Background: an optimization exercise with open tools, aiming at small area, a short achievable clock period and few clock cycles per item. Do not read the settings as production practice.
Function was checked by simulation only, so behaviour that the tests miss may differ from the original.

--- flow/flow/run.sh ---
#!/bin/bash
# Layout flow: the standard flow (standard.sh), run in two steps so that
# synthesis is exactly the standard one, with one change for the layout:
# the input and output port buffers are buf_2 cells (buffer_ports otherwise
# picks clkdlybuf4s50 delay cells). Each step's full output goes to its log.
set -euo pipefail
bash standard.sh synth > synth.log 2>&1
bash standard.sh "BUFFER_PORTS_ARGS=-buffer_cell sky130_fd_sc_hd__buf_2" finish > layout.log 2>&1
--- flow/standard.sh ---
#!/bin/bash
# synth_recipe.tcl (not shown) runs the flow's synth.tcl, then flattens the netlist and writes it again
# the make line also repeats each setting of config.mk as NAME=value (left out here)
make -C /OpenROAD-flow-scripts/flow DESIGN_CONFIG=/design/flow/config.mk WORK_HOME=/design/flow/orfs CLKGATE_MAP_FILE= SYNTH_SCRIPT=/design/flow/synth_recipe.tcl "${@:-finish}"
--- flow/config.mk ---
export PLATFORM = sky130hd
export DESIGN_NAME = fp8_block_int8
export DESIGN_NICKNAME = fp8_block_int8
export VERILOG_FILES = /design/flow/design.v
export SDC_FILE = /design/flow/constraint.sdc
export NUM_CORES = 8
export LEC_CHECK = 0
export CAP_MARGIN = 20
export CORE_MARGIN = 2
export CORE_UTILIZATION = 65
export CTS_CLUSTER_DIAMETER = 100
export CTS_CLUSTER_SIZE = 25
export PLACE_DENSITY = 0.75
export SLEW_MARGIN = 20
--- flow/constraint.sdc ---
create_clock -name core_clock -period 40.0 [get_ports {clk}]
set_input_delay 8.0000 -clock core_clock [delete_from_list [all_inputs] [get_ports {clk}]]
set_output_delay 8.0000 -clock core_clock [all_outputs]
set_load 0.01 [all_outputs]
--- flow/design.v ---
module bic_adv (
    input  wire [31:0] s,
    output wire [31:0] n
);
    function automatic [31:0] advance32(input [31:0] v);
        integer i;
        reg [31:0] x;
        begin
            x = v;
            for (i = 0; i < 32; i = i + 1)
                x = (x >> 1) ^ (x[0] ? 32'h8020_0003 : 32'h0);
            advance32 = x;
        end
    endfunction
    assign n = advance32(s);
endmodule
module bic_whiten (
    input  wire [31:0] x,
    output wire [31:7] w1h
);
    wire [31:0] w0 = x ^ (x >> 16);
    wire t1 = w0[26] ^ w0[19];
    wire t2 = w0[26] & w0[19];
    wire t3 = w0[25] ^ w0[23] ^ w0[17];
    wire t4 = (w0[25] & w0[23]) | (w0[17] & (w0[25] ^ w0[23]));
    wire t5 = w0[27] ^ w0[20];
    wire t6 = w0[27] & w0[20];
    wire t7 = w0[26] ^ w0[24] ^ w0[18];
    wire t8 = (w0[26] & w0[24]) | (w0[18] & (w0[26] ^ w0[24]));
    wire t9 = w0[12] ^ w0[10] ^ w0[2];
    wire t10 = (w0[12] & w0[10]) | (w0[2] & (w0[12] ^ w0[10]));
    wire t11 = w0[27] ^ w0[25] ^ w0[19];
    wire t12 = (w0[27] & w0[25]) | (w0[19] & (w0[27] ^ w0[25]));
    wire t13 = w0[13] ^ w0[11] ^ w0[3];
    wire t14 = (w0[13] & w0[11]) | (w0[3] & (w0[13] ^ w0[11]));
    wire t15 = w0[29] ^ w0[22];
    wire t16 = w0[29] & w0[22];
    wire t17 = w0[28] ^ w0[26] ^ w0[20];
    wire t18 = (w0[28] & w0[26]) | (w0[20] & (w0[28] ^ w0[26]));
    wire t19 = w0[14] ^ w0[12] ^ w0[4];
    wire t20 = (w0[14] & w0[12]) | (w0[4] & (w0[14] ^ w0[12]));
    wire t21 = w0[30] ^ w0[23] ^ w0[16];
    wire t22 = (w0[30] & w0[23]) | (w0[16] & (w0[30] ^ w0[23]));
    wire t23 = w0[29] ^ w0[27] ^ w0[21];
    wire t25 = w0[15] ^ w0[13] ^ w0[5];
    wire t27 = w0[31] ^ w0[24] ^ w0[17];
    wire t29 = w0[16] ^ w0[9];
    wire t30 = w0[16] & w0[9];
    wire t31 = w0[15] ^ w0[13] ^ w0[7];
    wire t32 = (w0[15] & w0[13]) | (w0[7] & (w0[15] ^ w0[13]));
    wire t33 = w0[17] ^ w0[10];
    wire t34 = w0[17] & w0[10];
    wire t35 = w0[16] ^ w0[14] ^ w0[8];
    wire t36 = (w0[16] & w0[14]) | (w0[8] & (w0[16] ^ w0[14]));
    wire t37 = w0[18] ^ w0[11] ^ w0[4];
    wire t38 = (w0[18] & w0[11]) | (w0[4] & (w0[18] ^ w0[11]));
    wire t39 = w0[17] ^ w0[15] ^ w0[9];
    wire t40 = (w0[17] & w0[15]) | (w0[9] & (w0[17] ^ w0[15]));
    wire t41 = w0[3] ^ w0[0] ^ w0[1];
    wire t42 = (w0[3] & w0[0]) | (w0[1] & (w0[3] ^ w0[0]));
    wire t43 = w0[19] ^ w0[12];
    wire t44 = w0[19] & w0[12];
    wire t45 = w0[18] ^ w0[16] ^ w0[10];
    wire t46 = (w0[18] & w0[16]) | (w0[10] & (w0[18] ^ w0[16]));
    wire t47 = w0[20] ^ w0[13] ^ w0[6];
    wire t48 = (w0[20] & w0[13]) | (w0[6] & (w0[20] ^ w0[13]));
    wire t49 = ~w0[4] ^ ~w0[2];
    wire t50 = ~w0[4] & ~w0[2];
    wire t51 = w0[19] ^ w0[17] ^ w0[11];
    wire t52 = (w0[19] & w0[17]) | (w0[11] & (w0[19] ^ w0[17]));
    wire t53 = w0[21] ^ w0[14] ^ w0[7];
    wire t54 = (w0[21] & w0[14]) | (w0[7] & (w0[21] ^ w0[14]));
    wire t55 = ~w0[0] ^ w0[5] ^ w0[3];
    wire t56 = (~w0[0] & w0[5]) | (w0[3] & (~w0[0] ^ w0[5]));
    wire t57 = w0[20] ^ w0[18] ^ w0[12];
    wire t58 = (w0[20] & w0[18]) | (w0[12] & (w0[20] ^ w0[18]));
    wire t59 = w0[22] ^ w0[15] ^ w0[8];
    wire t60 = (w0[22] & w0[15]) | (w0[8] & (w0[22] ^ w0[15]));
    wire t61 = ~w0[1] ^ w0[6] ^ w0[4];
    wire t62 = (~w0[1] & w0[6]) | (w0[4] & (~w0[1] ^ w0[6]));
    wire t63 = w0[21] ^ w0[19] ^ w0[13];
    wire t64 = (w0[21] & w0[19]) | (w0[13] & (w0[21] ^ w0[19]));
    wire t65 = w0[23] ^ w0[16] ^ w0[9];
    wire t66 = (w0[23] & w0[16]) | (w0[9] & (w0[23] ^ w0[16]));
    wire t67 = ~w0[2] ^ w0[7] ^ w0[5];
    wire t68 = (~w0[2] & w0[7]) | (w0[5] & (~w0[2] ^ w0[7]));
    wire t69 = w0[22] ^ w0[20] ^ w0[14];
    wire t70 = (w0[22] & w0[20]) | (w0[14] & (w0[22] ^ w0[20]));
    wire t71 = w0[24] ^ w0[17] ^ w0[10];
    wire t72 = (w0[24] & w0[17]) | (w0[10] & (w0[24] ^ w0[17]));
    wire t73 = ~w0[3] ^ w0[8] ^ w0[6];
    wire t74 = (~w0[3] & w0[8]) | (w0[6] & (~w0[3] ^ w0[8]));
    wire t75 = w0[23] ^ w0[21] ^ w0[15];
    wire t76 = (w0[23] & w0[21]) | (w0[15] & (w0[23] ^ w0[21]));
    wire t77 = w0[25] ^ w0[18] ^ w0[11];
    wire t78 = (w0[25] & w0[18]) | (w0[11] & (w0[25] ^ w0[18]));
    wire t79 = ~w0[4] ^ w0[9] ^ w0[7];
    wire t80 = (~w0[4] & w0[9]) | (w0[7] & (~w0[4] ^ w0[9]));
    wire t81 = w0[24] ^ w0[22] ^ w0[16];
    wire t82 = (w0[24] & w0[22]) | (w0[16] & (w0[24] ^ w0[22]));
    wire t83 = t1 ^ w0[12] ^ w0[5];
    wire t84 = (t1 & w0[12]) | (w0[5] & (t1 ^ w0[12]));
    wire t85 = w0[10] ^ w0[8] ^ ~w0[0];
    wire t86 = (w0[10] & w0[8]) | (~w0[0] & (w0[10] ^ w0[8]));
    wire t87 = t3 ^ w0[11] ^ w0[9];
    wire t88 = (t3 & w0[11]) | (w0[9] & (t3 ^ w0[11]));
    wire t89 = t5 ^ w0[13] ^ w0[6];
    wire t90 = (t5 & w0[13]) | (w0[6] & (t5 ^ w0[13]));
    wire t91 = w0[0] ^ w0[1] ^ ~t2;
    wire t92 = (w0[0] & w0[1]) | (~t2 & (w0[0] ^ w0[1]));
    wire t93 = t7 ^ t9 ^ t4;
    wire t94 = (t7 & t9) | (t4 & (t7 ^ t9));
    wire t95 = w0[28] ^ w0[21] ^ w0[14];
    wire t96 = (w0[28] & w0[21]) | (w0[14] & (w0[28] ^ w0[21]));
    wire t97 = w0[7] ^ w0[0] ^ t6;
    wire t98 = (w0[7] & w0[0]) | (t6 & (w0[7] ^ w0[0]));
    wire t99 = t11 ^ t13 ^ w0[0];
    wire t100 = (t11 & t13) | (w0[0] & (t11 ^ t13));
    wire t101 = w0[1] ^ t8 ^ t10;
    wire t102 = (w0[1] & t8) | (t10 & (w0[1] ^ t8));
    wire t103 = t15 ^ w0[15] ^ w0[8];
    wire t104 = (t15 & w0[15]) | (w0[8] & (t15 ^ w0[15]));
    wire t105 = t17 ^ t19 ^ w0[2];
    wire t106 = (t17 & t19) | (w0[2] & (t17 ^ t19));
    wire t107 = t21 ^ w0[9] ^ w0[0];
    wire t108 = (t21 & w0[9]) | (w0[0] & (t21 ^ w0[9]));
    wire t109 = t12 ^ t14 ^ ~t16;
    wire t110 = (t12 & t14) | (~t16 & (t12 ^ t14));
    wire t111 = t23 ^ t25 ^ w0[3];
    wire t113 = t27 ^ w0[10] ^ w0[1];
    wire t115 = t18 ^ t20 ^ ~t22;
    wire t117 = w0[10] ^ w0[3];
    wire t118 = w0[10] & w0[3];
    wire t119 = w0[9] ^ w0[7] ^ w0[0];
    wire t120 = (w0[9] & w0[7]) | (w0[0] & (w0[9] ^ w0[7]));
    wire t121 = w0[11] ^ w0[4];
    wire t122 = w0[11] & w0[4];
    wire t123 = w0[10] ^ w0[8] ^ w0[2];
    wire t124 = (w0[10] & w0[8]) | (w0[2] & (w0[10] ^ w0[8]));
    wire t125 = w0[12] ^ w0[5];
    wire t126 = w0[12] & w0[5];
    wire t127 = w0[11] ^ w0[9] ^ w0[3];
    wire t128 = (w0[11] & w0[9]) | (w0[3] & (w0[11] ^ w0[9]));
    wire t129 = w0[13] ^ w0[6];
    wire t130 = w0[13] & w0[6];
    wire t131 = w0[12] ^ w0[10] ^ w0[4];
    wire t132 = (w0[12] & w0[10]) | (w0[4] & (w0[12] ^ w0[10]));
    wire t133 = w0[14] ^ w0[7] ^ w0[0];
    wire t134 = (w0[14] & w0[7]) | (w0[0] & (w0[14] ^ w0[7]));
    wire t135 = w0[13] ^ w0[11] ^ w0[5];
    wire t136 = (w0[13] & w0[11]) | (w0[5] & (w0[13] ^ w0[11]));
    wire t137 = w0[15] ^ w0[8] ^ w0[1];
    wire t138 = (w0[15] & w0[8]) | (w0[1] & (w0[15] ^ w0[8]));
    wire t139 = w0[14] ^ w0[12] ^ w0[6];
    wire t140 = (w0[14] & w0[12]) | (w0[6] & (w0[14] ^ w0[12]));
    wire t141 = t29 ^ w0[2] ^ w0[0];
    wire t142 = (t29 & w0[2]) | (w0[0] & (t29 ^ w0[2]));
    wire t143 = t31 ^ w0[0] ^ w0[1];
    wire t144 = (t31 & w0[0]) | (w0[1] & (t31 ^ w0[0]));
    wire t145 = t33 ^ w0[3] ^ t30;
    wire t146 = (t33 & w0[3]) | (t30 & (t33 ^ w0[3]));
    wire t147 = t35 ^ w0[2] ^ t32;
    wire t148 = (t35 & w0[2]) | (t32 & (t35 ^ w0[2]));
    wire t149 = t37 ^ w0[0] ^ t34;
    wire t150 = (t37 & w0[0]) | (t34 & (t37 ^ w0[0]));
    wire t151 = t39 ^ t41 ^ t36;
    wire t152 = (t39 & t41) | (t36 & (t39 ^ t41));
    wire t153 = t43 ^ w0[5] ^ t38;
    wire t154 = (t43 & w0[5]) | (t38 & (t43 ^ w0[5]));
    wire t155 = t45 ^ t40 ^ t42;
    wire t156 = (t45 & t40) | (t42 & (t45 ^ t40));
    wire t157 = t47 ^ t49 ^ t44;
    wire t158 = (t47 & t49) | (t44 & (t47 ^ t49));
    wire t159 = t51 ^ t55 ^ t46;
    wire t160 = (t51 & t55) | (t46 & (t51 ^ t55));
    wire t161 = t53 ^ t48 ^ t50;
    wire t162 = (t53 & t48) | (t50 & (t53 ^ t48));
    wire t163 = t57 ^ t61 ^ t52;
    wire t164 = (t57 & t61) | (t52 & (t57 ^ t61));
    wire t165 = t59 ^ t54 ^ ~t56;
    wire t166 = (t59 & t54) | (~t56 & (t59 ^ t54));
    wire t167 = t63 ^ t67 ^ t58;
    wire t168 = (t63 & t67) | (t58 & (t63 ^ t67));
    wire t169 = t65 ^ t60 ^ ~t62;
    wire t170 = (t65 & t60) | (~t62 & (t65 ^ t60));
    wire t171 = t69 ^ t73 ^ t64;
    wire t172 = (t69 & t73) | (t64 & (t69 ^ t73));
    wire t173 = t71 ^ t66 ^ ~t68;
    wire t174 = (t71 & t66) | (~t68 & (t71 ^ t66));
    wire t175 = t75 ^ t79 ^ t70;
    wire t176 = (t75 & t79) | (t70 & (t75 ^ t79));
    wire t177 = t77 ^ t72 ^ ~t74;
    wire t178 = (t77 & t72) | (~t74 & (t77 ^ t72));
    wire t179 = t81 ^ t85 ^ t76;
    wire t180 = (t81 & t85) | (t76 & (t81 ^ t85));
    wire t181 = t83 ^ t78 ^ ~t80;
    wire t182 = (t83 & t78) | (~t80 & (t83 ^ t78));
    wire t183 = t87 ^ t91 ^ t82;
    wire t184 = (t87 & t91) | (t82 & (t87 ^ t91));
    wire t185 = t89 ^ t84 ^ ~t86;
    wire t186 = (t89 & t84) | (~t86 & (t89 ^ t84));
    wire t187 = t93 ^ t88 ^ t92;
    wire t188 = (t93 & t88) | (t92 & (t93 ^ t88));
    wire t189 = t95 ^ t97 ^ t90;
    wire t190 = (t95 & t97) | (t90 & (t95 ^ t97));
    wire t191 = t99 ^ t101 ^ t94;
    wire t192 = (t99 & t101) | (t94 & (t99 ^ t101));
    wire t193 = t103 ^ t96 ^ t98;
    wire t194 = (t103 & t96) | (t98 & (t103 ^ t96));
    wire t195 = t105 ^ t109 ^ t100;
    wire t196 = (t105 & t109) | (t100 & (t105 ^ t109));
    wire t197 = t107 ^ ~t102 ^ t104;
    wire t198 = (t107 & ~t102) | (t104 & (t107 ^ ~t102));
    wire t199 = t111 ^ t115 ^ t106;
    wire t201 = t113 ^ t108 ^ ~t110;
    wire t203 = w0[5] ^ ~w0[3];
    wire t204 = w0[5] & ~w0[3];
    wire t205 = w0[6] ^ ~w0[4];
    wire t206 = w0[6] & ~w0[4];
    wire t207 = w0[7] ^ w0[0] ^ ~w0[5];
    wire t208 = (w0[7] & w0[0]) | (~w0[5] & (w0[7] ^ w0[0]));
    wire t209 = w0[8] ^ w0[1] ^ ~w0[6];
    wire t210 = (w0[8] & w0[1]) | (~w0[6] & (w0[8] ^ w0[1]));
    wire t211 = w0[9] ^ w0[2] ^ ~w0[7];
    wire t212 = (w0[9] & w0[2]) | (~w0[7] & (w0[9] ^ w0[2]));
    wire t213 = ~t117 ^ w0[8] ^ w0[6];
    wire t214 = (~t117 & w0[8]) | (w0[6] & (~t117 ^ w0[8]));
    wire t215 = t119 ^ ~t121 ^ w0[1];
    wire t216 = (t119 & ~t121) | (w0[1] & (t119 ^ ~t121));
    wire t217 = t123 ^ ~t125 ^ t120;
    wire t218 = (t123 & ~t125) | (t120 & (t123 ^ ~t125));
    wire t219 = t127 ^ ~t129 ^ t124;
    wire t220 = (t127 & ~t129) | (t124 & (t127 ^ ~t129));
    wire t221 = t131 ^ ~t133 ^ t128;
    wire t222 = (t131 & ~t133) | (t128 & (t131 ^ ~t133));
    wire t223 = t135 ^ ~t137 ^ t132;
    wire t224 = (t135 & ~t137) | (t132 & (t135 ^ ~t137));
    wire t225 = t139 ^ ~t141 ^ t136;
    wire t226 = (t139 & ~t141) | (t136 & (t139 ^ ~t141));
    wire t227 = t143 ^ ~t145 ^ t140;
    wire t228 = (t143 & ~t145) | (t140 & (t143 ^ ~t145));
    wire t229 = t147 ^ ~t149 ^ t144;
    wire t230 = (t147 & ~t149) | (t144 & (t147 ^ ~t149));
    wire t231 = t151 ^ ~t153 ^ t148;
    wire t232 = (t151 & ~t153) | (t148 & (t151 ^ ~t153));
    wire t233 = t155 ^ ~t157 ^ t152;
    wire t234 = (t155 & ~t157) | (t152 & (t155 ^ ~t157));
    wire t235 = t159 ^ ~t161 ^ t156;
    wire t236 = (t159 & ~t161) | (t156 & (t159 ^ ~t161));
    wire t237 = t163 ^ ~t165 ^ t160;
    wire t238 = (t163 & ~t165) | (t160 & (t163 ^ ~t165));
    wire t239 = t167 ^ ~t169 ^ t164;
    wire t240 = (t167 & ~t169) | (t164 & (t167 ^ ~t169));
    wire t241 = t171 ^ ~t173 ^ t168;
    wire t242 = (t171 & ~t173) | (t168 & (t171 ^ ~t173));
    wire t243 = t175 ^ ~t177 ^ t172;
    wire t244 = (t175 & ~t177) | (t172 & (t175 ^ ~t177));
    wire t245 = t179 ^ ~t181 ^ t176;
    wire t246 = (t179 & ~t181) | (t176 & (t179 ^ ~t181));
    wire t247 = t183 ^ ~t185 ^ t180;
    wire t248 = (t183 & ~t185) | (t180 & (t183 ^ ~t185));
    wire t249 = t187 ^ ~t189 ^ t184;
    wire t250 = (t187 & ~t189) | (t184 & (t187 ^ ~t189));
    wire t251 = t191 ^ ~t193 ^ t188;
    wire t252 = (t191 & ~t193) | (t188 & (t191 ^ ~t193));
    wire t253 = t195 ^ ~t197 ^ t192;
    wire t254 = (t195 & ~t197) | (t192 & (t195 ^ ~t197));
    wire t255 = t199 ^ ~t201 ^ t196;
    wire t257 = w0[3] ^ ~w0[0];
    wire t258 = w0[3] & ~w0[0];
    wire t259 = w0[4] ^ ~w0[2] ^ w0[0];
    wire t260 = (w0[4] & ~w0[2]) | (w0[0] & (w0[4] ^ ~w0[2]));
    wire t261 = ~t203 ^ w0[0] ^ w0[1];
    wire t262 = (~t203 & w0[0]) | (w0[1] & (~t203 ^ w0[0]));
    wire t263 = t205 ^ ~w0[2] ^ t204;
    wire t264 = (t205 & ~w0[2]) | (t204 & (t205 ^ ~w0[2]));
    wire t265 = t207 ^ ~w0[3] ^ t206;
    wire t266 = (t207 & ~w0[3]) | (t206 & (t207 ^ ~w0[3]));
    wire t267 = t209 ^ ~w0[4] ^ t208;
    wire t268 = (t209 & ~w0[4]) | (t208 & (t209 ^ ~w0[4]));
    wire t269 = t211 ^ ~w0[5] ^ t210;
    wire t270 = (t211 & ~w0[5]) | (t210 & (t211 ^ ~w0[5]));
    wire t271 = ~t213 ^ w0[0] ^ t212;
    wire t272 = (~t213 & w0[0]) | (t212 & (~t213 ^ w0[0]));
    wire t273 = t215 ^ ~t118 ^ t214;
    wire t274 = (t215 & ~t118) | (t214 & (t215 ^ ~t118));
    wire t275 = t217 ^ ~t122 ^ t216;
    wire t276 = (t217 & ~t122) | (t216 & (t217 ^ ~t122));
    wire t277 = t219 ^ ~t126 ^ t218;
    wire t278 = (t219 & ~t126) | (t218 & (t219 ^ ~t126));
    wire t279 = t221 ^ ~t130 ^ t220;
    wire t280 = (t221 & ~t130) | (t220 & (t221 ^ ~t130));
    wire t281 = t223 ^ ~t134 ^ t222;
    wire t282 = (t223 & ~t134) | (t222 & (t223 ^ ~t134));
    wire t283 = t225 ^ ~t138 ^ t224;
    wire t284 = (t225 & ~t138) | (t224 & (t225 ^ ~t138));
    wire t285 = t227 ^ ~t142 ^ t226;
    wire t286 = (t227 & ~t142) | (t226 & (t227 ^ ~t142));
    wire t287 = t229 ^ ~t146 ^ t228;
    wire t288 = (t229 & ~t146) | (t228 & (t229 ^ ~t146));
    wire t289 = t231 ^ ~t150 ^ t230;
    wire t290 = (t231 & ~t150) | (t230 & (t231 ^ ~t150));
    wire t291 = t233 ^ ~t154 ^ t232;
    wire t292 = (t233 & ~t154) | (t232 & (t233 ^ ~t154));
    wire t293 = t235 ^ ~t158 ^ t234;
    wire t294 = (t235 & ~t158) | (t234 & (t235 ^ ~t158));
    wire t295 = t237 ^ ~t162 ^ t236;
    wire t296 = (t237 & ~t162) | (t236 & (t237 ^ ~t162));
    wire t297 = t239 ^ ~t166 ^ t238;
    wire t298 = (t239 & ~t166) | (t238 & (t239 ^ ~t166));
    wire t299 = t241 ^ ~t170 ^ t240;
    wire t300 = (t241 & ~t170) | (t240 & (t241 ^ ~t170));
    wire t301 = t243 ^ ~t174 ^ t242;
    wire t302 = (t243 & ~t174) | (t242 & (t243 ^ ~t174));
    wire t303 = t245 ^ ~t178 ^ t244;
    wire t304 = (t245 & ~t178) | (t244 & (t245 ^ ~t178));
    wire t305 = t247 ^ ~t182 ^ t246;
    wire t306 = (t247 & ~t182) | (t246 & (t247 ^ ~t182));
    wire t307 = t249 ^ ~t186 ^ t248;
    wire t308 = (t249 & ~t186) | (t248 & (t249 ^ ~t186));
    wire t309 = t251 ^ ~t190 ^ t250;
    wire t310 = (t251 & ~t190) | (t250 & (t251 ^ ~t190));
    wire t311 = t253 ^ ~t194 ^ t252;
    wire t312 = (t253 & ~t194) | (t252 & (t253 ^ ~t194));
    wire t313 = t255 ^ ~t198 ^ t254;
    wire [31:0] ra = {~t313, ~t311, ~t309, ~t307, ~t305, ~t303, ~t301, ~t299, ~t297, ~t295, ~t293, ~t291, ~t289, ~t287, ~t285, ~t283, ~t281, ~t279, ~t277, ~t275, ~t273, t271, t269, t267, t265, t263, ~t261, t259, t257, w0[2], w0[1], w0[0]};
    wire [31:0] rb = {~t312, ~t310, ~t308, ~t306, ~t304, ~t302, ~t300, ~t298, ~t296, ~t294, ~t292, ~t290, ~t288, ~t286, ~t284, ~t282, ~t280, ~t278, ~t276, ~t274, t272, t270, t268, t266, t264, ~t262, t260, t258, ~w0[1], w0[0], 1'b0, 1'b0};
    wire [31:0] g0 = ra & rb;
    wire [31:0] p0 = ra ^ rb;
    reg  [31:0] G, Pp;
    reg  [31:0] c;         
    integer i, s;
    always @(*) begin
        G  = g0;
        Pp = p0;
        for (s = 1; s < 32; s = s * 2)
            for (i = 2*s - 1; i < 32; i = i + 2*s) begin
                G[i]  = G[i] | (Pp[i] & G[i-s]);
                Pp[i] = Pp[i] & Pp[i-s];
            end
        for (s = 8; s >= 1; s = s / 2)
            for (i = 3*s - 1; i < 32; i = i + 2*s) begin
                G[i]  = G[i] | (Pp[i] & G[i-s]);
                Pp[i] = Pp[i] & Pp[i-s];
            end
        c[0] = 1'b0;
        for (i = 1; i < 32; i = i + 1)
            c[i] = G[i-1];
    end
    wire [31:0] w1 = p0 ^ c;
    assign w1h = w1[31:7];
endmodule
module bic_elem (
    input  wire [7:0]  code,
    input  wire        fmt,        
    input  wire [4:0]  emx,
    input  wire [1:0]  rmode,      
    input  wire [31:7] w1,         
    input  wire        kill,       
    output wire [7:0]  q
);
    wire [31:7] draw = w1 ^ {15'b0, w1[31:22]};
    wire [4:0] e   = fmt ? code[6:2] : {1'b0, code[6:3]};
    wire       en  = (e != 5'd0);
    wire [3:0] sig = kill ? 4'd0 : fmt ? {1'b0, en, code[1:0]} : {en, code[2:0]};
    wire [4:0] ebx = (en ? e : 5'd1) - {4'b0, ~fmt};
    wire [4:0] sh  = emx - ebx;
    reg  [38:7] wide;
    integer b, k;
    always @(*) begin
        for (b = 7; b <= 38; b = b + 1) begin
            wide[b] = 1'b0;
            for (k = 0; k < 4; k = k + 1)
                if (36 + k - b >= 0 && 36 + k - b <= 31)
                    wide[b] = wide[b] | (sig[k] & (sh == 36 + k - b));
        end
    end
    wire [6:0]  ip   = wide[38:32];
    wire [31:7] frac = wide[31:7];
    reg  [31:0] g, p;
    integer s, i;
    always @(*) begin
        g = {7'b0, frac & draw};
        p = {7'h7F, frac | draw};
        for (s = 1; s < 32; s = s * 2)
            for (i = 0; i < 32; i = i + 2 * s) begin
                g[i + 2*s - 1] = g[i + 2*s - 1] | (p[i + 2*s - 1] & g[i + s - 1]);
                p[i + 2*s - 1] = p[i + 2*s - 1] & p[i + s - 1];
            end
    end
    wire up_sr  = g[31];
    wire up_rne = frac[31] & ((|frac[30:7]) | ip[0]);
    wire up     = (rmode == 2'd0) ? up_rne :
                  (rmode == 2'd2) ? up_sr  : 1'b0;
    wire       sn = code[7];
    wire [7:0] qq = {sn, ip ^ {7{sn}}} + {7'b0, up ^ sn};
    assign q = qq;
endmodule
module fp8_block_int8 (
    input  wire        clk,
    input  wire        rst,
    input  wire        in_valid,
    output wire        in_ready,
    input  wire        in_wr,       
    input  wire [5:0]  in_idx,      
    input  wire [63:0] in_data,     
    input  wire        in_fmt,      
    input  wire [1:0]  in_rmode,    
    input  wire [7:0]  in_scale,    
    input  wire        in_first,    
    output wire        out_valid,
    input  wire        out_ready,
    output wire [63:0] out_data,    
    output wire [7:0]  out_scale,   
    output wire [3:0]  out_fault    
);
    reg        rst_r;
    always @(posedge clk)
        rst_r <= rst;
    reg  [1:0] ph;
    reg        seeding;
    reg  [5:0] sc;            
    always @(posedge clk) begin
        if (rst_r) begin
            ph      <= 2'd0;
            seeding <= 1'b1;
            sc      <= 6'd0;
        end else begin
            ph <= ph + 2'd1;
            if (seeding) begin
                sc <= sc + 6'd1;
                if (sc == 6'd63)
                    seeding <= 1'b0;
            end
        end
    end
    wire [5:0] si;
    reg [31:0] seed_rom;
    always @(*) begin
        case (si)
            6'd0: seed_rom = 32'h993d6596;
            6'd1: seed_rom = 32'h7f2cf253;
            6'd2: seed_rom = 32'h087b9009;
            6'd3: seed_rom = 32'h283c73bd;
            6'd4: seed_rom = 32'hcfc1fb9e;
            6'd5: seed_rom = 32'hc534f82a;
            6'd6: seed_rom = 32'he8b06896;
            6'd7: seed_rom = 32'h4812cd8a;
            6'd8: seed_rom = 32'h86cd1857;
            6'd9: seed_rom = 32'h59cfd1d4;
            6'd10: seed_rom = 32'hb7f7a6c4;
            6'd11: seed_rom = 32'hfb9b1dbc;
            6'd12: seed_rom = 32'h8ac73944;
            6'd13: seed_rom = 32'hc788f816;
            6'd14: seed_rom = 32'h825e0887;
            6'd15: seed_rom = 32'h3d334ba5;
            6'd16: seed_rom = 32'h4a91fdf1;
            6'd17: seed_rom = 32'h669a7b44;
            6'd18: seed_rom = 32'hcb0afefc;
            6'd19: seed_rom = 32'h16acfebd;
            6'd20: seed_rom = 32'h27b53de6;
            6'd21: seed_rom = 32'h1625dc7a;
            6'd22: seed_rom = 32'hb1267b9f;
            6'd23: seed_rom = 32'he11f2508;
            6'd24: seed_rom = 32'h33c7a85f;
            6'd25: seed_rom = 32'hb582420f;
            6'd26: seed_rom = 32'he03fdeb3;
            6'd27: seed_rom = 32'h839a17a1;
            6'd28: seed_rom = 32'h0c92b806;
            6'd29: seed_rom = 32'h13a6bf3c;
            6'd30: seed_rom = 32'h2f9b099a;
            6'd31: seed_rom = 32'h9f9937fb;
            6'd32: seed_rom = 32'h451e52b6;
            6'd33: seed_rom = 32'h2379d67e;
            6'd34: seed_rom = 32'hc6e7e736;
            6'd35: seed_rom = 32'hedb80d84;
            6'd36: seed_rom = 32'h1442e81e;
            6'd37: seed_rom = 32'h82ce0558;
            6'd38: seed_rom = 32'h6dfc012a;
            6'd39: seed_rom = 32'h4dff1cc0;
            6'd40: seed_rom = 32'h8bc9b2e8;
            6'd41: seed_rom = 32'h37feeba3;
            6'd42: seed_rom = 32'h44c786da;
            6'd43: seed_rom = 32'h3f6d0e8a;
            6'd44: seed_rom = 32'hfab207b6;
            6'd45: seed_rom = 32'h62d9fc9e;
            6'd46: seed_rom = 32'h6977b988;
            6'd47: seed_rom = 32'h1ea59256;
            6'd48: seed_rom = 32'hc0a45ae2;
            6'd49: seed_rom = 32'h9eed372e;
            6'd50: seed_rom = 32'hf4ae9604;
            6'd51: seed_rom = 32'hf0251d56;
            6'd52: seed_rom = 32'h880f0202;
            6'd53: seed_rom = 32'he6877b54;
            6'd54: seed_rom = 32'h2018b822;
            6'd55: seed_rom = 32'h494b81db;
            6'd56: seed_rom = 32'ha5fca182;
            6'd57: seed_rom = 32'h48ba951c;
            6'd58: seed_rom = 32'hc9110276;
            6'd59: seed_rom = 32'h17a82c54;
            6'd60: seed_rom = 32'h6b2ced5a;
            6'd61: seed_rom = 32'h1d347a3f;
            6'd62: seed_rom = 32'h1f567ccf;
            6'd63: seed_rom = 32'h5aeeaacc;
            default: seed_rom = 32'h0;
        endcase
    end
    reg         in_ready_r;
    reg         ins_r;          
    reg  [1:0]  icnt;           
    reg  [63:0] S0, S1, S2, S3, T;
    wire        fire = in_valid & in_ready_r;
    assign in_ready = in_ready_r;
    always @(posedge clk) begin
        S0 <= ins_r ? in_data : S3;
        S1 <= S0;
        S2 <= S1;
        S3 <= S2;
        T  <= S3;
    end
    reg        rin_wr, rin_fmt, rin_par, last_par;
    reg  [1:0] rin_rm;
    reg  [7:0] rin_sc;
    reg  [5:0] rin_idx;
    wire       cap0 = ins_r & (icnt == 2'd0);
    always @(posedge clk) begin
        if (cap0) begin
            rin_wr  <= in_wr;
            rin_fmt <= in_fmt;
            rin_rm  <= in_rmode;
            rin_sc  <= in_scale;
            rin_idx <= in_idx;
            rin_par <= in_first ? 1'b0 : ~last_par;
        end
    end
    reg        fire_r;
    reg  [1:0] fbeat_r;
    always @(posedge clk) begin
        fire_r  <= ~rst_r & fire;
        fbeat_r <= icnt;
        if (rst_r)
            last_par <= 1'b1;
        else if (fire_r && fbeat_r == 2'd0 && !rin_wr)
            last_par <= rin_par;
    end
    function automatic gt5(input [4:0] a, input [4:0] b);
        gt5 = (a[4] & ~b[4]) | (~(a[4] ^ b[4]) & ((a[3] & ~b[3]) | (~(a[3] ^ b[3]) &
              ((a[2] & ~b[2]) | (~(a[2] ^ b[2]) & ((a[1] & ~b[1]) | (~(a[1] ^ b[1]) &
              (a[0] & ~b[0]))))))));
    endfunction
    function automatic [4:0] max5(input [4:0] a, input [4:0] b);
        max5 = gt5(a, b) ? a : b;
    endfunction
    wire [9:0] thr_hi = 10'd276 - {2'b0, rin_sc};
    wire [9:0] thr_lo = 10'd22  - {2'b0, rin_sc};    
    reg  [39:0] mx;
    reg  [4:0]  bmax;
    reg         bnz, bbad, bhi, bge, nze;
    reg  [4:0]  ef;
    reg  [5:0]  ebv;
    integer e, w;
    always @(*) begin
        bnz  = 1'b0;
        bbad = 1'b0;
        bhi  = 1'b0;
        bge  = 1'b0;
        for (e = 0; e < 8; e = e + 1) begin
            if (!rin_fmt) begin
                ef   = {1'b0, S0[8*e+3 +: 4]};
                bbad = bbad | (S0[8*e +: 7] == 7'h7F);
            end else begin
                ef   = S0[8*e+2 +: 5];
                bbad = bbad | (S0[8*e+2 +: 5] == 5'd31);
            end
            if (ef == 5'd0)
                ef = 5'd1;
            ebv = {1'b0, ef} + (rin_fmt ? 6'd1 : 6'd9);
            nze = (S0[8*e +: 7] != 7'd0);
            mx[5*e +: 5] = nze ? ef : 5'd0;
            bnz = bnz | nze;
            bhi = bhi | (nze && {4'b0, ebv} > thr_hi);
            bge = bge | (nze && (thr_lo[9] || {4'b0, ebv} >= thr_lo));
        end
        for (w = 4; w >= 1; w = w / 2)
            for (e = 0; e < w; e = e + 1)
                mx[5*e +: 5] = max5(mx[10*e +: 5], mx[10*e+5 +: 5]);
        bmax = mx[4:0];
    end
    reg  [4:0] acc_max;
    reg        acc_nz, acc_bad, acc_hi, acc_ge;
    wire       acc_new = fire_r & (fbeat_r == 2'd0);
    wire [4:0] n_max   = !fire_r ? acc_max : acc_new ? bmax : max5(bmax, acc_max);
    wire       n_nz    = !fire_r ? acc_nz  : bnz  | (acc_nz  & ~acc_new);
    wire       n_bad   = !fire_r ? acc_bad : bbad | (acc_bad & ~acc_new);
    wire       n_hi    = !fire_r ? acc_hi  : bhi  | (acc_hi  & ~acc_new);
    wire       n_ge    = !fire_r ? acc_ge  : bge  | (acc_ge  & ~acc_new);
    always @(posedge clk) begin
        acc_max <= n_max;
        acc_nz  <= n_nz;
        acc_bad <= n_bad;
        acc_hi  <= n_hi;
        acc_ge  <= n_ge;
    end
    wire       f_nan = (rin_sc == 8'hFF);
    wire       f_rng = n_nz & (n_hi | ~n_ge);
    wire [3:0] f_flt = f_nan ? 4'd2 : n_bad ? 4'd3 : f_rng ? 4'd4 : 4'd0;
    wire       f_den = (rin_rm == 2'd2) & ~(f_nan | n_bad | f_rng);
    reg        busy, pend;
    reg  [1:0] pcnt;
    reg        p_wr, p_fmt, p_par, p_den;
    reg  [1:0] p_rm;
    reg  [5:0] p_idx;
    reg  [4:0] p_emx;
    reg  [7:0] p_osc;
    reg  [7:0] p_sc;
    reg  [3:0] p_flt;
    reg  [31:0] wd;
    reg  issue_r;
    wire room;
    wire start  = !seeding && ph == 2'd0 && !busy && pend && (rin_wr || room);
    wire issue  = (start && !rin_wr) ||
                  (busy && !p_wr && ph == pcnt && room);
    wire c_wr   = start ? rin_wr  : p_wr;
    wire [5:0] widx = start ? rin_idx : p_idx;
    wire wapply = (start || busy) && c_wr && ph == widx[4:3];
    wire den    = start ? f_den   : p_den;
    wire par    = start ? rin_par : p_par;
    wire dcommit = issue & den;
    wire        wnz   = seeding | (wd != 32'd0);      
    wire [5:0]  wgen  = seeding ? {sc[5], sc[1:0], sc[4:2]} : widx;
    always @(posedge clk) begin
        if (rst_r) begin
            busy    <= 1'b0;
            pend    <= 1'b0;
            pcnt    <= 2'd0;
        end else begin
            pend    <= (fire && (icnt == 2'd3 || (icnt == 2'd0 && in_wr))) || (pend && !start);
            if (start) begin
                busy <= rin_wr ? (rin_idx[4:3] != 2'd0) : 1'b1;
                pcnt <= 2'd1;
            end else if (busy) begin
                if (p_wr) begin
                    if (ph == p_idx[4:3])
                        busy <= 1'b0;
                end else if (issue) begin
                    pcnt <= pcnt + 2'd1;
                    if (pcnt == 2'd3)
                        busy <= 1'b0;
                end
            end
        end
        if (start) begin
            p_wr  <= rin_wr;
            p_fmt <= rin_fmt;
            p_par <= rin_par;
            p_den <= f_den;
            p_rm  <= rin_rm;
            p_idx <= rin_idx;
            p_emx <= n_max;
            p_sc  <= rin_sc;
            p_flt <= f_flt;
        end
    end
    reg  [255:0] G0 [0:3];
    reg  [255:0] G1 [0:3];
    reg  [23:0]  xsel;
    wire [23:0]  xsel_n;
    wire [255:0] tail0, tail1;
    wire [199:0] dnext;      
    reg  [199:0] dreg;
    genvar l;
    generate
        for (l = 0; l < 8; l = l + 1) begin : lane
            wire [2:0]  sl = xsel[3*l +: 3];
            wire [31:0] xv = ({32{sl[0]}} & G0[0][32*l +: 32]) |
                             ({32{sl[1]}} & G1[0][32*l +: 32]) |
                             ({32{sl[2]}} & wd);
            wire [31:0] nv;
            bic_adv u_adv (.s(xv), .n(nv));
            bic_whiten u_wht (.x(xv), .w1h(dnext[25*l +: 25]));
            wire tw = sl[2] && wnz;
            wire t0 = (dcommit && !par) || (tw && !wgen[5]);
            wire t1 = (dcommit &&  par) || (tw &&  wgen[5]);
            assign tail0[32*l +: 32] = t0 ? nv : G0[0][32*l +: 32];
            assign tail1[32*l +: 32] = t1 ? nv : G1[0][32*l +: 32];
        end
    endgenerate
    always @(posedge clk) begin
        xsel  <= xsel_n;
        G0[0] <= G0[1]; G0[1] <= G0[2]; G0[2] <= G0[3]; G0[3] <= tail0;
        G1[0] <= G1[1]; G1[1] <= G1[2]; G1[2] <= G1[3]; G1[3] <= tail1;
        dreg  <= dnext;
    end
    always @(posedge clk)
        issue_r <= ~rst_r & issue;
    wire [63:0] qv;
    generate
        for (l = 0; l < 8; l = l + 1) begin : cv
            bic_elem u_elem (
                .code  (T[8*l +: 8]),
                .fmt   (p_fmt),
                .emx   (p_emx),
                .rmode (p_rm),
                .w1    (dreg[25*l +: 25]),
                .kill  (p_flt != 4'd0),
                .q     (qv[8*l +: 8])
            );
        end
    endgenerate
    reg        first_r;
    always @(posedge clk)
        first_r <= start & ~rin_wr;
    wire [7:0] osc_sum = p_sc + {3'b0, acc_max} - (p_fmt ? 8'd21 : 8'd13);
    wire [7:0] osc_c   = (p_flt != 4'd0) ? 8'd0 : acc_nz ? osc_sum : p_sc;
    wire [7:0] osc     = first_r ? osc_c : p_osc;
    always @(posedge clk)
        if (first_r)
            p_osc <= osc_c;
    wire [75:0] res = {p_flt, osc, qv};
    reg  [75:0] F [0:2];
    reg  [75:0] H;
    reg  [1:0]  wp;            
    reg  [1:0]  hc;            
    reg  [1:0]  qn;            
    reg         ov_r;          
    reg         ovi;           
    wire        pop  = ovi & out_ready;
    wire        push = issue_r;
    function automatic [1:0] inc3(input [1:0] x);
        inc3 = (x == 2'd2) ? 2'd0 : x + 2'd1;
    endfunction
    wire [1:0]  nxt    = ovi ? inc3(hc) : hc;
    wire [1:0]  qrem   = qn - {1'b0, ovi};          
    wire        nxt_ok = (qrem != 2'd0) || push;
    wire [75:0] nxt_v  = (qrem == 2'd0) ? res : F[nxt];
    assign room = ({1'b0, qn} + {2'b0, issue_r}) < 3'd3;
    always @(posedge clk) begin
        if (push)
            F[wp] <= res;
        H <= nxt_v;
        if (rst_r) begin
            wp   <= 2'd0;
            hc   <= 2'd0;
            qn   <= 2'd0;
            ov_r <= 1'b0;
            ovi  <= 1'b0;
        end else begin
            if (push)
                wp <= inc3(wp);
            if (pop)
                hc <= inc3(hc);
            qn   <= qn + {1'b0, push} - {1'b0, pop};
            ov_r <= !rst && nxt_ok && (!ovi || out_ready);
            ovi  <= nxt_ok && (!ovi || out_ready);
        end
    end
    assign out_valid = ov_r;
    assign out_data  = H[63:0];
    assign out_scale = H[71:64];
    assign out_fault = H[75:72];
    wire [1:0] ph_n     = ph + 2'd1;
    wire       seed_n   = seeding && sc != 6'd63;
    wire       busy_n   = start ? (rin_wr ? (rin_idx[4:3] != 2'd0) : 1'b1) :
                          (busy && !(p_wr ? ph == p_idx[4:3] : (issue && pcnt == 2'd3)));
    wire       pwr_n    = start ? rin_wr : p_wr;
    wire [1:0] pcnt_n   = start ? 2'd1 : (busy && !p_wr && issue) ? pcnt + 2'd1 : pcnt;
    wire [7:0] rdy_c;
    genvar k;
    generate
        for (k = 0; k < 8; k = k + 1) begin : rc
            localparam [0:0] KF = k & 1;           
            localparam [0:0] KW = (k >> 1) & 1;    
            localparam [0:0] KP = (k >> 2) & 1;    
            wire [1:0] icn = KF ? ((icnt == 2'd0 && KW) ? 2'd0 : icnt + 2'd1) : icnt;
            wire       pnd = (KF && (icnt == 2'd3 || (icnt == 2'd0 && KW))) || (pend && !start);
            wire [2:0] qnn = {1'b0, qn} + {2'b0, push} - {2'b0, KP};
            wire       rmn = (qnn + {2'b0, issue}) < 3'd3;
            wire       stn = ph_n == 2'd0 && !busy_n && pnd && (rin_wr || rmn);
            wire       isn = busy_n && !pwr_n && ph_n == pcnt_n && rmn;
            wire       sok = (icn == 2'd0) ? (!pnd || stn)
                                           : (!busy_n || pwr_n || pcnt_n > icn || isn);
            assign rdy_c[k] = !seed_n && ph_n == icn && sok;
        end
    endgenerate
    wire       rdy_n    = rdy_c[{pop, in_wr, fire}];
    wire [1:0] icnt_n   = fire ? ((icnt == 2'd0 && in_wr) ? 2'd0 : icnt + 2'd1) : icnt;
    wire       seed_nx  = rst_r || seed_n;
    wire [5:0] sc_nx    = rst_r ? 6'd0 : seeding ? sc + 6'd1 : sc;
    wire [5:0] pidx_n   = start ? rin_idx : p_idx;
    wire       wstart_n = !seed_n && ph == 2'd3 && !busy_n && pend && rin_wr;
    wire       wapp_n   = !rst_r && ((wstart_n && rin_idx[4:3] == 2'd0) ||
                                     (busy_n && pwr_n && ph_n == pidx_n[4:3]));
    wire [2:0] wlane_n  = seed_nx ? sc_nx[4:2] : wstart_n ? rin_idx[2:0] : pidx_n[2:0];
    wire       wsel_n   = seed_nx || wapp_n;
    wire       par_n    = (ph == 2'd3) ? rin_par : par;
    genvar m;
    generate
        for (m = 0; m < 8; m = m + 1) begin : nsel
            wire w = wsel_n && wlane_n == m;
            assign xsel_n[3*m +: 3] = {w, !w && par_n, !w && !par_n};
        end
    endgenerate
    assign si = sc_nx;
    always @(posedge clk) begin
        if (seed_nx)
            wd <= seed_rom;
        else if (wstart_n)
            wd <= S2[31:0];
    end
    always @(posedge clk) begin
        in_ready_r <= !rst && !rst_r && rdy_n;
        ins_r      <= rdy_n;
        icnt       <= rst_r ? 2'd0 : icnt_n;
    end
endmodule
==> flow_summary.ini <==
[timing]
fin_skew_ns = 0.0597
setup_tns_ns = 0
rsz0062_at_grt = false
report.final.slew_viol_count = 0
fmax_mhz = 103
layout_min_cycle_time_ns = 9.73
period_share = 0.243
hold_violations = 0
tightestPinTransition_ns = 1.28
relSlewSlack = 0.140
setup_viol_count_final = 0

[finish]
drive_gt1_frac = 0.114
area_delta_synth_final_pct = 7.16
nets = 14633
fin_cells = 15852
fillers = 16225
multi_input_area_um2 = 75400
final_area_um2 = 156000
regArea_um2 = 63400
fin_util = 0.701

[clock_network]
ctsRootBufferMaster = clkbuf_16
cts_tree = done
cts_resized = 0
hold_buffers = 0
clk_pin_slew_ns = 0.09
cts_buffers = 148
clockBufferDepth = 3
htreeDepth = 4
postCtsSetupBuffers = 0
insertion_delay_ns = 0.88
numClockSinks = 3020

[placed_design]
gp_congestion = 1.01
dpl.cell_count = 15582
hpwl_um = 299000
port_buffers = 163
place_area_um2 = 151000

[setup_path]
criticalPathCategory = reg -> out
crit_buf_inv = 1
critPathTopFamily = flip-flops
crit_fanout = 1
cp_data_arrival_time_ns = 1.73
path_cells = buf_2
cp_slowest_cell = dfxtp_1
startpoint_type = register
end_kind = output pin
max_stage_delay_ns = 0.63
required_ns = 32.00

[yosys]
synth_warnings = 6
syn_avg_cell_area_um2 = 11.6
ys_types = 95
syn_nets = 14441
syn_inst = 12571
ys_ff_latch = 3020
syn-cell-area_um2 = 146000
synth_edf_count = 295
synthArstFlopShare = 0
ys.flop_type = dfxtp_1
yosysSeqAreaShare = 0.436

[die]
fp.dieH_um = 477
die_width_um = 477
initial_core_util = 0.654
num_rows = 173
core_um2 = 223000
pin_count = 165
fp.dieArea_um2 = 228000

[hold_path]
hp-class = reg -> reg

[grt]
antenna_found_initial = 38
grt_pass1_vias = 97947
grt_max_degree = 151
grtUsageTotal = 0.358
overflow = 0
grt_pass1_wl_um = 615000

[routing]
drt_wl_total_um = 411000
first_pass_iters = 11
via_count = 96307
drt_iter0_drc = 10600
routedWlPerCell_um = 25.9
drc_errors = 0
vias_per_cell = 6.08
antenna_left = 0

[outcome]
status = timing/DRC/antenna clean

[job]
drv_cap = 0
==> cells in the mapped netlist, drive strengths merged (41+ instances only) <==
library cell	number	area, um2
xnor2	951	8700
o211ai	63	473
edfxtp	295	8860
dfxtp	2725	54600
a222oi	258	2580
nor2b	41	257
ha	611	7640
nor2	403	1510
maj3	48	480
o22ai	90	563
nand3	193	966
nor4	50	313
clkbuf	420	1580
inv	1370	5140
o21ai	392	1960
mux2	595	6700
mux2i	183	1830
nand2	541	2030
fa	1172	23500
nand2b	65	407
buf	69	292
and3	49	307
nor3	140	701
a211oi	57	428
a31oi	83	519
nand4	50	313
o21a	61	458
xor2	499	4390
a21oi	329	1650
a21o	162	1220
==> state kept, by name (all words and copies together) (netlist names), 3 cells and up <==
name and cells:
S1 64, p_osc 8, S0 64, H 75
G1 1024, F 225, G0 1024, S2 64
p_idx 6, sc 6, p_emx 5, rin_idx 6
T 64, dreg 200, xsel 24, acc_max 5
wd 32, p_sc 8, S3 64, rin_sc 8
p_flt 3
==> layout make-up <==
cell class | instances | share of cell area
Clock buffer | 174 | 0.0246
Timing Repair Buffer | 531 | 0.0232
Clock inverter | 38 | 0.00415
Inverter | 1373 | 0.0330
Antenna cell | 52 | 0.000834
Tap cell | 2975 | 0.0239
Sequential cell | 3020 | 0.407
Multi-Input combinational cell | 7689 | 0.484
==> through the flow <==
stage               hold slack [ns]  setup WS (ns)
floorplan                     0.310          30.65
global placement              0.310          30.33
detailed placement            0.312          30.30
CTS                           0.312          30.24
global route                  0.312          30.29
finish                        0.311          30.27
==> cells by family (layout without fill, tap and decap cells) <==
kind of cell             count (synthesis)  count (layout)  share of synthesized area
other                                    1              53                  0.0000258
AND/OR/NAND/NOR                       1710            1710                     0.0554
flip-flops                            3020            3020                      0.436
AO/OA/AOI/OAI                         1896            1896                     0.0915
multiplexers                           780             780                     0.0589
XOR/XNOR                              1471            1471                     0.0932
buffers and inverters                 1862            2116                     0.0483
adder cells (fa/ha/maj)               1831            1831                      0.217
==> final timing paths <==
check                                        from  slack, ns                 to  depth (start not counted)
worst max-delay path                 H[6]$_DFF_P_      30.27        out_data[6]                          1
worst max register to register    p_fmt$_DFFE_PP_      30.95  F[0][6]$_DFFE_PP_                         27
worst min register to register  G1[1][75]$_DFF_P_       0.31  G1[0][75]$_DFF_P_                          0
worst min-delay path            G1[1][75]$_DFF_P_       0.31  G1[0][75]$_DFF_P_                          0
==> placed cells by master (no fill, tap or decap), drive strengths merged, types with 30 or more instances in the layout <==
master	n
a21oi	329
dfxtp	2725
a222oi	258
nand3	193
edfxtp	295
buf	526
nand2b	65
nand2	541
o211ai	63
a211oi	57
xnor2	951
a21o	162
mux2	595
fa	1172
diode	52
ha	611
or3	36
nor3	140
mux2i	183
o22ai	90
a311oi	33
nand4	50
and3	49
and2	30
clkbuf	179
maj3	48
o31ai	37
o21ai	392
nor4	50
nor2	403
a31oi	83
inv	1385
nor2b	41
o21a	61
xor2	499
==> layer usage <==
| layer | GRT usage | vias up | part of all wire |
|---|---|---|---|
| met5 | 0 | - | 0.00012 |
| met4 | 0.182 | 8 | 0.049 |
| met3 | 0.0727 | 873 | 0.087 |
| met2 | 0.553 | 4673 | 0.46 |
| met1 | 0.481 | 48038 | 0.41 |
| li1 | - | 42715 | - |
Testbench counts, summed over its fixed seeds: cycles 10,288, blocks 2,494.

==> re-timing with driven ports <==
No port has a modelled driver above. Below, the same layout with a new extraction and two added sets of constraints.
Step 1: set_driving_cell puts a clkbuf_16 on clk and a buf_2 on each other input, an assumption about the parent block.
Step 2 adds t to the input delays and takes it off the output delays; t is the mean of the earliest and latest rising clock arrival at the registers after step 1. Input paths then give back, and output paths get back, about the clock's delay inside the block.
Slacks: ideal ports / drivers / drivers and shift; pairs: ideal ports / drivers.
t (ns): 0.945
setup slack, ns: 30.273 / 30.177 / 30.210
worst register clock-pin slew, ns: 0.11 / 0.11
worst slew at a driven data input, ns: 0.06
After both steps setup and hold are still met in this run. For this run, drivers alone change the setup slack by -0.096 ns; drivers and shift together by -0.063 ns.
